From an optimization exercise on the open Yosys and OpenROAD flow, aimed at small area, a short achievable clock period and few clock cycles per item; shortcuts taken in it are not production practice.
At most, simulation tests tie the RTL to the original design; equivalence was not proved.

lane 2:
==> flow/design.v <==
module sha256_k (
    input  wire [5:0]  t,
    output wire [31:0] k
);
    localparam [2047:0] TABLE = {
        32'h71374491,
        32'ha6fb9796,
        32'h307b5f59,
        32'hbef9a3f7,
        32'ha4506ceb,
        32'h90befffa,
        32'h8cc70208,
        32'h84c87814,
        32'h78a5636f,
        32'h748f82ee,
        32'h682e6ff3,
        32'h5b9cca4f,
        32'h4ed8aa4a,
        32'h391c0cb3,
        32'h34b0bcb5,
        32'h2748774c,
        32'h1e376c08,
        32'h19a4c116,
        32'h106aa070,
        32'hf40e3585,
        32'hd6990624,
        32'hd192e819,
        32'hc76c51a3,
        32'hc24b8b70,
        32'ha81a664b,
        32'ha2bfe8a1,
        32'h92722c85,
        32'h81c2c92e,
        32'h766a0abb,
        32'h650a7354,
        32'h53380d13,
        32'h4d2c6dfc,
        32'h2e1b2138,
        32'h27b70a85,
        32'h14292967,
        32'h06ca6351,
        32'hd5a79147,
        32'hc6e00bf3,
        32'hbf597fc7,
        32'hb00327c8,
        32'ha831c66d,
        32'h983e5152,
        32'h76f988da,
        32'h5cb0a9dc,
        32'h4a7484aa,
        32'h2de92c6f,
        32'h240ca1cc,
        32'h0fc19dc6,
        32'hefbe4786,
        32'he49b69c1,
        32'hc19bf174,
        32'h9bdc06a7,
        32'h80deb1fe,
        32'h72be5d74,
        32'h550c7dc3,
        32'h243185be,
        32'h12835b01,
        32'hd807aa98,
        32'hab1c5ed5,
        32'h923f82a4,
        32'h59f111f1,
        32'h3956c25b,
        32'he9b5dba5,
        32'hb5c0fbcf
    };
    assign k = TABLE[32*t +: 32];
endmodule
module kh64_hash (
    input  wire         clk,
    input  wire         rst,
    input  wire         in_valid,
    output wire         in_ready,
    input  wire [127:0] in_key,
    output reg          out_valid,
    output wire [63:0]  out_kh
);
    localparam [31:0] IV0 = 32'h6a09e667, IV1 = 32'hbb67ae85,
                      IV2 = 32'h3c6ef372,
                      IV4 = 32'h510e527f, IV5 = 32'h9b05688c,
                      IV6 = 32'h1f83d9ab,
                      D0  = 32'h9cbf5a55;   
    reg  [5:0]  t;
    reg         load;       
    reg         last;       
    reg         first;      
    reg         first_s;    
    reg         first_m;    
    reg         busy;       
    reg         pend;       
    reg  [31:0] a, b, c, d, e, f, g;
    reg  [31:0] p;          
    reg  [31:0] w [0:15];   
    assign in_ready = load;
    wire accept = in_valid && load;
    assign out_kh = {b[7:0], b[15:8], b[23:16], b[31:24],
                     a[7:0], a[15:8], a[23:16], a[31:24]};
    wire [31:0] bsig1 = {e[5:0], e[31:6]} ^ {e[10:0], e[31:11]} ^ {e[24:0], e[31:25]};
    wire [31:0] bsig0 = {a[1:0], a[31:2]} ^ {a[12:0], a[31:13]} ^ {a[21:0], a[31:22]};
    wire [31:0] ch    = (e & f) ^ (~e & g);
    wire [31:0] maj   = (a & b) ^ (a & c) ^ (b & c);
    wire [31:0] s0m   = first_s ? 32'd0 : bsig0;
    wire [31:0] mjm   = first_m ? 32'd0 : maj;
    wire [31:0] x1s = p ^ ch ^ mjm;
    wire [31:0] x1c = ((p & ch) | (p & mjm) | (ch & mjm)) << 1;
    wire [31:0] x2s = x1s ^ x1c ^ s0m;
    wire [31:0] x2c = ((x1s & x1c) | (x1s & s0m) | (x1c & s0m)) << 1;
    wire [31:0] x3s = x2s ^ x2c ^ bsig1;
    wire [31:0] x3c = ((x2s & x2c) | (x2s & bsig1) | (x2c & bsig1)) << 1;
    wire [31:0] a_new = x3s + x3c;
    wire [31:0] y1s = p ^ ch ^ d;
    wire [31:0] y1c = ((p & ch) | (p & d) | (ch & d)) << 1;
    wire [31:0] y2s = y1s ^ y1c ^ bsig1;
    wire [31:0] y2c = ((y1s & y1c) | (y1s & bsig1) | (y1c & bsig1)) << 1;
    wire [31:0] e_new = y2s + y2c;
    wire [31:0] k_rom;
    reg  [31:0] k_n;        
    sha256_k u_k (.t(t), .k(k_rom));
    wire [31:0] h_n = last ? 32'd0 : g;       
    wire [31:0] w_n = w[1];
    wire [31:0] z1s = h_n ^ k_n ^ w_n;
    wire [31:0] z1c = ((h_n & k_n) | (h_n & w_n) | (k_n & w_n)) << 1;
    wire [31:0] p_new = z1s + z1c;
    wire [31:0] w1  = w[1];
    wire [31:0] w14 = w[14];
    wire [31:0] ssig0 = {w1[6:0], w1[31:7]} ^ {w1[17:0], w1[31:18]} ^ {3'b000, w1[31:3]};
    wire [31:0] ssig1 = {w14[16:0], w14[31:17]} ^ {w14[18:0], w14[31:19]} ^ {10'd0, w14[31:10]};
    wire [31:0] s1s = ssig1 ^ w[9] ^ ssig0;
    wire [31:0] s1c = ((ssig1 & w[9]) | (ssig1 & ssig0) | (w[9] & ssig0)) << 1;
    wire [31:0] s2s = s1s ^ s1c ^ w[0];
    wire [31:0] s2c = ((s1s & s1c) | (s1s & w[0]) | (s1c & w[0])) << 1;
    wire [31:0] w_sched = s2s + s2c;
    wire sched_on = ~(t[5] & t[4]);
    wire [31:0] w_tail = (sched_on ? w_sched : 32'd0)
                       | {(t == 6'd52), 31'd0}
                       | {24'd0, last, 7'd0};
    wire [127:0] key_in = load ? in_key : 128'd0;
    integer i;
    always @(posedge clk) begin
        w[0] <= w[1];
        w[1] <= w[2] | {key_in[7:0],    key_in[15:8],    key_in[23:16],  key_in[31:24]};
        w[2] <= w[3] | {key_in[39:32],  key_in[47:40],   key_in[55:48],  key_in[63:56]};
        w[3] <= w[4] | {key_in[71:64],  key_in[79:72],   key_in[87:80],  key_in[95:88]};
        w[4] <= w[5] | {key_in[103:96], key_in[111:104], key_in[119:112], key_in[127:120]};
        for (i = 5; i < 15; i = i + 1)
            w[i] <= w[i+1];
        w[15] <= w_tail;
        p <= p_new;
        k_n <= k_rom;
        first_m <= last;    
        a <= a_new;
        b <= last ? IV1 + a : (first ? IV0 : a);
        c <= first ? IV1 : b;
        d <= last ? D0 : (first ? IV2 : c);
        e <= last ? IV4 : e_new;
        f <= last ? IV5 : e;
        g <= last ? IV6 : f;
        if (rst) begin
            t         <= 6'd48;
            load      <= 1'b0;
            last      <= 1'b0;
            first     <= 1'b0;
            first_s   <= 1'b0;
            busy      <= 1'b0;
            pend      <= 1'b0;
            out_valid <= 1'b0;
        end else begin
            t         <= t + 6'd1;
            load      <= (t == 6'd61);
            last      <= load;
            first     <= last;
            first_s   <= (t == 6'd63);
            out_valid <= last & busy;
            if (load) pend <= accept;
            if (last) busy <= pend;
        end
    end
endmodule
==> flow/config.mk <==
export PLATFORM = sky130hd
export DESIGN_NAME = kh64_hash
export DESIGN_NICKNAME = kh64_hash
export VERILOG_FILES = /design/flow/design.v
export SDC_FILE = /design/flow/constraint.sdc
export NUM_CORES = 4
export LEC_CHECK = 0
export CAP_MARGIN = 20
export CORE_MARGIN = 2
export CORE_UTILIZATION = 30
export SETUP_SLACK_MARGIN = 4.5
export SLEW_MARGIN = 20
export TNS_END_PERCENT = 20
==> flow/constraint.sdc <==
create_clock -name core_clock -period 9.0 [get_ports {clk}]
set_input_delay 1.8000 -clock core_clock [delete_from_list [all_inputs] [get_ports {clk}]]
set_output_delay 1.8000 -clock core_clock [all_outputs]
set_load 0.01 [all_outputs]
standard.sh (not shown) runs the stock make flow with config.mk's settings and CLKGATE_MAP_FILE= SYNTH_SCRIPT=/design/flow/synth_recipe.tcl, a recipe that flattens the netlist after the stock synthesis.
==> flow/flow/run.sh <==
#!/bin/bash
# The standard layout (the standard.sh, standard synthesis unchanged),
# with two changes:
#  * the buffers that placement puts on every input and output port are the
#    small sky130_fd_sc_hd__buf_1 instead of ORFS's default pick;
#  * clock tree synthesis inserts no dummy loads (its other arguments are
#    ORFS defaults, with sink clusters of up to 24 flip-flops within 100 um).
# ORFS writes each step's full log under orfs/logs/; make's own output goes
# to standard.log here.
set -euo pipefail
export BUFFER_PORTS_ARGS="-buffer_cell sky130_fd_sc_hd__buf_1"
export CTS_ARGS="-sink_clustering_enable -repair_clock_nets -dont_use_dummy_load -sink_clustering_size 24 -sink_clustering_max_diameter 100"
bash standard.sh > standard.log 2>&1
The following lists how lane 4 was set up differently from lane 2:
--- a/flow/design.v
+++ b/flow/design.v
@@ -103,21 +103,19 @@
     wire [31:0] bsig0 = {a[1:0], a[31:2]} ^ {a[12:0], a[31:13]} ^ {a[21:0], a[31:22]};
     wire [31:0] ch    = (e & f) ^ (~e & g);
     wire [31:0] maj   = (a & b) ^ (a & c) ^ (b & c);
     wire [31:0] s0m   = first_s ? 32'd0 : bsig0;
     wire [31:0] mjm   = first_m ? 32'd0 : maj;
-    wire [31:0] x1s = p ^ ch ^ mjm;
-    wire [31:0] x1c = ((p & ch) | (p & mjm) | (ch & mjm)) << 1;
-    wire [31:0] x2s = x1s ^ x1c ^ s0m;
-    wire [31:0] x2c = ((x1s & x1c) | (x1s & s0m) | (x1c & s0m)) << 1;
-    wire [31:0] x3s = x2s ^ x2c ^ bsig1;
-    wire [31:0] x3c = ((x2s & x2c) | (x2s & bsig1) | (x2c & bsig1)) << 1;
+    wire [31:0] u_s = p ^ ch ^ bsig1;
+    wire [31:0] u_c = ((p & ch) | (p & bsig1) | (ch & bsig1)) << 1;
+    wire [31:0] x2s = u_s ^ u_c ^ s0m;
+    wire [31:0] x2c = ((u_s & u_c) | (u_s & s0m) | (u_c & s0m)) << 1;
+    wire [31:0] x3s = x2s ^ x2c ^ mjm;
+    wire [31:0] x3c = ((x2s & x2c) | (x2s & mjm) | (x2c & mjm)) << 1;
     wire [31:0] a_new = x3s + x3c;
-    wire [31:0] y1s = p ^ ch ^ d;
-    wire [31:0] y1c = ((p & ch) | (p & d) | (ch & d)) << 1;
-    wire [31:0] y2s = y1s ^ y1c ^ bsig1;
-    wire [31:0] y2c = ((y1s & y1c) | (y1s & bsig1) | (y1c & bsig1)) << 1;
+    wire [31:0] y2s = u_s ^ u_c ^ d;
+    wire [31:0] y2c = ((u_s & u_c) | (u_s & d) | (u_c & d)) << 1;
     wire [31:0] e_new = y2s + y2c;
     wire [31:0] k_rom;
     reg  [31:0] k_n;        
     sha256_k u_k (.t(t), .k(k_rom));
     wire [31:0] h_n = last ? 32'd0 : g;       
Results
Lane 4 did not stop at any stage, and its layout met the timing, design-rule and antenna checks.
Every stage of the flow completed for lane 2, and the final layout passed the timing, design-rule and antenna checks.
Critical path depth down 2 in lane 4 wrt lane 2
Endpoint of the worst setup timing path: a[31] -> lane 2, a[29] -> lane 4
Count of instances resized after the clock tree is built ended up 87 lower on lane 4 than on lane 2.
Core utilization: lane 2 vs lane 4, no meaningful difference
Compared with lane 2, lane 4 shows a number of global-route vias before repair that is 3.3% lower.
Via count shrinks by a few percent when moving from lane 2 to lane 4.
Testbench counts of lane 4, summed over its fixed seeds: cycles 131,208, items 2,048.
For lane 2, only the layout was checked, not whether the RTL still works.

[static timing again, ports no longer ideal]
In the flow no input, the clock included, has a driving cell. The finished layouts below were timed again as built, in two steps.
Step 1: set_driving_cell puts a clkbuf_16 on clk and a buf_2 on each other input, an assumption about the parent block.
Step 2 adds t to the input delays and takes it off the output delays; t is the mean of the earliest and latest rising clock arrival at the registers after step 1. Input paths then give back, and output paths get back, about the clock's delay inside the block.
a / b / c = no drivers / after step 1 / after step 2; a / b = the first two.
run	shift t [ns]	setup WS [ns]	worst slew at a driven data input, ns	cell pins on the clock port's net
lane 2	0.662	4.414 / 4.414 / 4.414	0.06	1
lane 4	0.676	4.386 / 4.386 / 4.386	0.17	1
After both steps every run listed still meets setup and hold.
